Context: an optimization exercise on an open-source flow, tuned for small area. The choices shown serve that exercise and are no tape-out recipe. Function was checked by simulation only, so behaviour that the tests miss may differ from the original. Power figures rest on the tool's default switching activity, not on a simulated workload.

==> flow/design.v (excerpt) <==
module eave_curve (
    input  wire         clk,
    input  wire         rst,         
    input  wire         tick,        
    input  wire [15:0]  i_ma,        
    input  wire         open_sw,     
    input  wire [1:0]   cool,        
    input  wire [255:0] mult,        
    input  wire [15:0]  iref,        
    input  wire [3:0]   acc_sel,     
    output reg          valid,       
    output reg          trip,
    output reg  [3:0]   point,
    output reg  [15:0]  over,        
    output reg  [28:0]  acc_rd       
);
For scale: about 1600 cells after synthesis, roughly 390 flip-flops, ~350 I/O pins, about 14000 um^2 of cells after synthesis.
export LEC_CHECK = 0
export ABC_AREA = 1
export CAP_MARGIN = 20
export CORE_MARGIN = 2
export CORE_UTILIZATION = 60
export SLEW_MARGIN = 20
create_clock -name core_clock -period 20.0 [get_ports {clk}]
standard.sh (not shown) runs the stock make flow with config.mk's settings and CLKGATE_MAP_FILE= SYNTH_SCRIPT=/design/flow/synth_recipe.tcl, a recipe that flattens the netlist after the stock synthesis.
==> flow/flow/run.sh <==
#!/bin/bash
# The standard layout (standard.sh), except:
#  - synthesis is flow/synth.tcl: the standard synthesis without full-adder
#    extraction and with an area-recovering ABC script (flow/abc.script) for
#    the logic; registers are mapped as usual;
#  - the port buffers are plain buf_1 cells;
#  - the clock tree uses clkbuf_4 leaves and a clkbuf_8 root, no dummy loads.
# make's output goes to flow.log; ORFS keeps each step's log under orfs/logs/.
set -euo pipefail
here=$(pwd)
sed "s#SYNTH_SCRIPT=[^ ]*#SYNTH_SCRIPT=$here/flow/synth.tcl#" standard.sh > own_standard.sh
grep -q "SYNTH_SCRIPT=$here/flow/synth.tcl" own_standard.sh
bash own_standard.sh 'BUFFER_PORTS_ARGS=-buffer_cell sky130_fd_sc_hd__buf_1' \
  'CTS_ARGS=-sink_clustering_enable -repair_clock_nets -buf_list sky130_fd_sc_hd__clkbuf_4 -root_buf sky130_fd_sc_hd__clkbuf_8 -sink_clustering_size 8 -sink_clustering_max_diameter 50 -dont_use_dummy_load' \
  finish > flow.log 2>&1
==> flow/flow/abc.script <==
strash
dch
map -a
strash
dch
map -a
topo
dnsize -c
==> flow/flow/synth.tcl <==
# The standard synthesis (synth_recipe.tcl), except that ABC maps the logic
# with abc.script beside this file. Registers are mapped before ABC runs, by
# the standard steps, so they come out as in the standard synthesis.
set my_abc_script [file join [file dirname [file normalize [info script]]] abc.script]
# No full-adder extraction: ABC maps the adders with the rest of the logic.
set ::env(ADDER_MAP_FILE) ""
proc synth {args} { yosys synth -nofsm -noshare {*}$args }
proc abc {args} {
  set i [lsearch -exact $args -script]
  if { $i >= 0 } { lset args [expr { $i + 1 }] $::my_abc_script }
  yosys abc {*}$args
}
source $::env(SCRIPTS_DIR)/synth.tcl
# left out here: clear keep_hierarchy, flatten, clean up, hide names made inside functions, write 1_2_yosys.v
The starting point finished with timing, DRC and antenna clean.
Change:
--- a/flow/flow/run.sh
+++ b/flow/flow/run.sh
@@ -3,3 +3,2 @@
-#  - synthesis is flow/synth.tcl: the standard synthesis without full-adder
-#    extraction and with an area-recovering ABC script (flow/abc.script) for
-#    the logic; registers are mapped as usual;
+#  - synthesis is flow/synth.tcl: the standard synthesis with an area-recovering
+#    ABC script (flow/abc.script) for the logic; registers are mapped as usual;
CORE_UTILIZATION = 40   (was 60)
What happened: Via count went down by 5.9%. Total power hardly moves. Area after synthesis stays the same. Worst setup slack gains 0.14 ns. Die area went up by 49%. Fmax went up by 1.2%. Clock skew went down by 0.022 ns.


## v6
eave_curve, a different RTL version from the one above (not shown whole).
Size: ~0.016 mm^2 of cells after synthesis.
## eave_curve
module eave_curve (
    input  wire         clk,
    input  wire         rst,         
    input  wire         tick,        
    input  wire [15:0]  i_ma,        
    input  wire         open_sw,     
    input  wire [1:0]   cool,        
    input  wire [255:0] mult,        
    input  wire [15:0]  iref,        
    input  wire [3:0]   acc_sel,     
    output reg          valid,       
    output reg          trip,
    output reg  [3:0]   point,
    output reg  [15:0]  over,        
    output reg  [28:0]  acc_rd       
);
    function [28:0] tmax;
        input [3:0] k;
        begin
            case (k)
                4'd0:  tmax = 29'd10       * 29'd32;
                4'd1:  tmax = 29'd25       * 29'd32;
                4'd2:  tmax = 29'd63       * 29'd32;
                4'd3:  tmax = 29'd158      * 29'd32;
                4'd4:  tmax = 29'd398      * 29'd32;
                4'd5:  tmax = 29'd1000     * 29'd32;
                4'd6:  tmax = 29'd2512     * 29'd32;
  ...
export LEC_CHECK = 0
export ABC_AREA = 1
export CAP_MARGIN = 20
export CORE_MARGIN = 2
export CORE_UTILIZATION = 40
export CTS_BUF_LIST = sky130_fd_sc_hd__clkbuf_4
export SLEW_MARGIN = 20
create_clock -name core_clock -period 20.0 [get_ports {clk}]
==> flow/flow/run.sh <==
#!/bin/bash
# The standard layout, with plain buf_1 cells as the port buffers.
set -euo pipefail
bash standard.sh 'BUFFER_PORTS_ARGS=-buffer_cell sky130_fd_sc_hd__buf_1' finish > flow.log 2>&1
v6 has completed all stages; timing, DRC and antenna checks passed.
## Diff of input files: v7 against v6
Settings: CTS_BUF_LIST no longer set, was sky130_fd_sc_hd__clkbuf_4.
==> comparison <==
- [v7] clock period minus final worst setup slack rose 0.23 ns relative to v6
- The run showing the greater routed length per instance is v7.
- v7 vs v6 — global-route usage dropped 0.30 points.
- Summary of v7 over v6: final clock period utilization by the worst path now larger; final standard cell count with taps included and fillers excluded now smaller; tightest hold margin now larger; worst setup slack now smaller; total power now larger.
- v7 vs v6: wire length down slightly


RTL: one of the versions met above, not the one the previous note started from.
Size in the first run: ~350 I/O pins.
Settings: LEC_CHECK=0, ABC_AREA=1, CAP_MARGIN=20, CORE_MARGIN=2, CORE_UTILIZATION=40, SLEW_MARGIN=20; clock period 20.0 ns.
==> flow/flow/run.sh <==
#!/bin/bash
# The standard layout (standard.sh), except:
#  - synthesis is flow/synth.tcl: the standard synthesis with an area-recovering
#    ABC script (flow/abc.script) for the logic; registers are mapped as usual;
#  - the port buffers are plain buf_1 cells;
#  - the clock tree uses clkbuf_4 leaves and a clkbuf_8 root, no dummy loads.
# make's output goes to flow.log; ORFS keeps each step's log under orfs/logs/.
set -euo pipefail
here=$(pwd)
sed "s#SYNTH_SCRIPT=[^ ]*#SYNTH_SCRIPT=$here/flow/synth.tcl#" standard.sh > own_standard.sh
grep -q "SYNTH_SCRIPT=$here/flow/synth.tcl" own_standard.sh
bash own_standard.sh 'BUFFER_PORTS_ARGS=-buffer_cell sky130_fd_sc_hd__buf_1' \
  'CTS_ARGS=-sink_clustering_enable -repair_clock_nets -buf_list sky130_fd_sc_hd__clkbuf_4 -root_buf sky130_fd_sc_hd__clkbuf_8 -sink_clustering_size 8 -sink_clustering_max_diameter 50 -dont_use_dummy_load' \
  finish > flow.log 2>&1
==> flow/flow/synth.tcl <==
# The standard synthesis (synth_recipe.tcl), except that ABC maps the logic
# with abc.script beside this file. Registers are mapped before ABC runs, by
# the standard steps, so they come out as in the standard synthesis.
set my_abc_script [file join [file dirname [file normalize [info script]]] abc.script]
proc synth {args} { yosys synth -nofsm -noshare {*}$args }
proc abc {args} {
  set i [lsearch -exact $args -script]
  if { $i >= 0 } { lset args [expr { $i + 1 }] $::my_abc_script }
  yosys abc {*}$args
}
source $::env(SCRIPTS_DIR)/synth.tcl
# left out here: clear keep_hierarchy, flatten, clean up, hide names made inside functions, write 1_2_yosys.v
Scripts as last shown in full above: flow/flow/abc.script
The starting point completed without violations.
Rerun with:
--- a/flow/flow/run.sh
+++ b/flow/flow/run.sh
@@ -3,2 +3,3 @@
-#  - synthesis is flow/synth.tcl: the standard synthesis with an area-recovering
-#    ABC script (flow/abc.script) for the logic; registers are mapped as usual;
+#  - synthesis is flow/synth.tcl: the standard synthesis without full-adder
+#    extraction and with an area-recovering ABC script (flow/abc.script) for
+#    the logic; registers are mapped as usual;
--- a/flow/flow/synth.tcl
+++ b/flow/flow/synth.tcl
@@ -4,0 +5,2 @@
+# No full-adder extraction: ABC maps the adders with the rest of the logic.
+set ::env(ADDER_MAP_FILE) ""
What happened: Final area goes down by 0.96%; via count rose by about 4%; routed wire length is lower by 5.9%; utilization decreases by 0.23 points; non-clock buffer count fell by 5; die area falls by about 0.8%; global-route usage shrinks by 1.6 points; power went up by 4.9%; first-iteration DRC count went up by 17%.
Rerun with:
Settings changed: GPL_TIMING_DRIVEN set to 0.
Result: Global-route usage went down by 0.59 points. Non-clock buffer count came out lower by 10. Power stays flat.
Rerun with:
--- a/flow/flow/run.sh
+++ b/flow/flow/run.sh
@@ -14 +14 @@
-  'CTS_ARGS=-sink_clustering_enable -repair_clock_nets -buf_list sky130_fd_sc_hd__clkbuf_4 -root_buf sky130_fd_sc_hd__clkbuf_8 -sink_clustering_size 8 -sink_clustering_max_diameter 50 -dont_use_dummy_load' \
+  'CTS_ARGS=-sink_clustering_enable -repair_clock_nets -buf_list sky130_fd_sc_hd__clkbuf_4 -root_buf sky130_fd_sc_hd__clkbuf_8 -sink_clustering_size 10 -sink_clustering_max_diameter 60 -dont_use_dummy_load' \
Settings changed: GPL_TIMING_DRIVEN 0 to not set.
What happened:
- synthesized cell count is unchanged
- power is lower by 1.6%
- sequential share of layout area increases by 0.45 points
- cell area fell by 0.92%
- hold slack improves by 0.022 ns


## v50
RTL: one of the versions met above, not the one the previous note started from.
Size: roughly 2000 cells after synthesis, roughly 410 flip-flops.
Settings: LEC_CHECK=0, ABC_AREA=1, CAP_MARGIN=20, CORE_MARGIN=2, CORE_UTILIZATION=40, SLEW_MARGIN=20; clock period 20.0 ns.
run.sh (not shown) runs the stock make flow with config.mk's settings and CLKGATE_MAP_FILE= SYNTH_SCRIPT=/design/flow/synth_recipe.tcl, a recipe that flattens the netlist after the stock synthesis.
Stock flow here: none of the scripts above is used.
[inputs] v1 vs v50
==> flow/flow/run.sh (new file) <==
#!/bin/bash
# The standard layout, with plain buf_1 cells as the port buffers and a
# clock tree of smaller buffers without dummy loads.
set -euo pipefail
bash standard.sh 'BUFFER_PORTS_ARGS=-buffer_cell sky130_fd_sc_hd__buf_1' \
  'CTS_ARGS=-sink_clustering_enable -repair_clock_nets -buf_list sky130_fd_sc_hd__clkbuf_8 -root_buf sky130_fd_sc_hd__clkbuf_8 -sink_clustering_size 16 -sink_clustering_max_diameter 60 -dont_use_dummy_load' \
  finish > flow.log 2>&1
==> flow/standard.sh (new file) <==
#!/bin/bash
# synth_recipe.tcl (not shown) runs the flow's synth.tcl, then flattens the netlist and writes it again
# the make line also repeats each setting of config.mk as NAME=value (left out here)
make -C /OpenROAD-flow-scripts/flow DESIGN_CONFIG=/design/flow/config.mk WORK_HOME=/design/flow/orfs CLKGATE_MAP_FILE= SYNTH_SCRIPT=/design/flow/synth_recipe.tcl "${@:-finish}"
removed: flow/run.sh
--- outcome ---
In summary, v1 completed successfully, with a layout that passed the timing, DRC and antenna checks.
On final critical delay including setup and external delays, the lower figure sits with v1, not v50.
Comparing v1 and v50, the lower post-route non-filler standard cell count is on v1.
Comparing v1 with v50, the layout sequential cell count came out essentially unchanged.
Compared with v50, v1 ends up with a smaller final cell area.
v1: total design power lower than v50
v50 leaves less setup margin than v1.
#### Input delta (v58 over v1)
==> flow/flow/run.sh <==
#!/bin/bash
# The standard layout, with plain buf_1 cells as the port buffers and a
# clock tree of smaller buffers without dummy loads.
set -euo pipefail
bash standard.sh 'BUFFER_PORTS_ARGS=-buffer_cell sky130_fd_sc_hd__buf_1' \
  'CTS_ARGS=-sink_clustering_enable -repair_clock_nets -buf_list sky130_fd_sc_hd__clkbuf_4 -root_buf sky130_fd_sc_hd__clkbuf_8 -sink_clustering_size 8 -sink_clustering_max_diameter 50 -dont_use_dummy_load' \
  finish > flow.log 2>&1
[summary]
Result: PASS for each of v58 and v1
[v58 vs v1] total power: lower in v58
Summary of v58 over v1: cell area after layout essentially unchanged, sequential share of layout area about even, share of power burned in combinational logic rose 0.2 points.

[what the ideal ports hide]
Ports are ideal in the flow. The routed layouts listed here were re-timed in OpenROAD.
Step 1, drivers: a clkbuf_16 drives clk and a buf_2 each remaining input, both assumed.
Step 2 times the ports against the registers' clock, not the clock port: input delays grow and output delays shrink by t, the midpoint of the rising clock arrivals with the driver on.
a / b / c = ideal / step 1 / step 2; a / b = the first two.
run | shift t [ns] | setup slack, ns | worst hold slack (ns) | worst setup path at the end | cell pins on the clock port's net
the first run of note 1 | 0.587 | 7.960 / 7.979 / 7.392 | 0.273 / 0.273 / 0.273 | input to register | 1
the second run of note 1 | 0.600 | 8.097 / 8.117 / 7.517 | 0.276 / 0.276 / 0.276 | input to register | 1
v6 | 0.808 | 1.786 / 1.801 / 0.993 | 0.279 / 0.279 / 0.279 | input to register | 1
v7 | 0.597 | 1.557 / 1.574 / 0.977 | 0.319 / 0.319 / 0.319 | input to register | 1
the first run of note 3 | 0.591 | 1.437 / 1.462 / 0.871 | 0.280 / 0.280 / 0.280 | input to register | 1
the second run of note 3 | 0.600 | 8.097 / 8.117 / 7.517 | 0.276 / 0.276 / 0.276 | input to register | 1
the third run of note 3 | 0.589 | 7.280 / 7.280 / 7.045 | 0.276 / 0.276 / 0.276 | input to register | 1
the fourth run of note 3 | 0.594 | 8.163 / 8.182 / 7.588 | 0.298 / 0.298 / 0.298 | input to register | 1
v50 | 0.606 | 0.767 / 0.787 / 0.181 | 0.317 / 0.317 / 0.317 | input to register | 1
v1 | 0.577 | 1.558 / 1.570 / 0.994 | 0.287 / 0.287 / 0.287 | input to register | 1
v58 | 0.624 | 1.638 / 1.655 / 1.031 | 0.275 / 0.275 / 0.275 | input to register | 1
After both steps every run listed still meets setup and hold. For v6, which loses most, drivers alone change the setup slack by +0.015 ns; drivers and shift together by -0.793 ns.
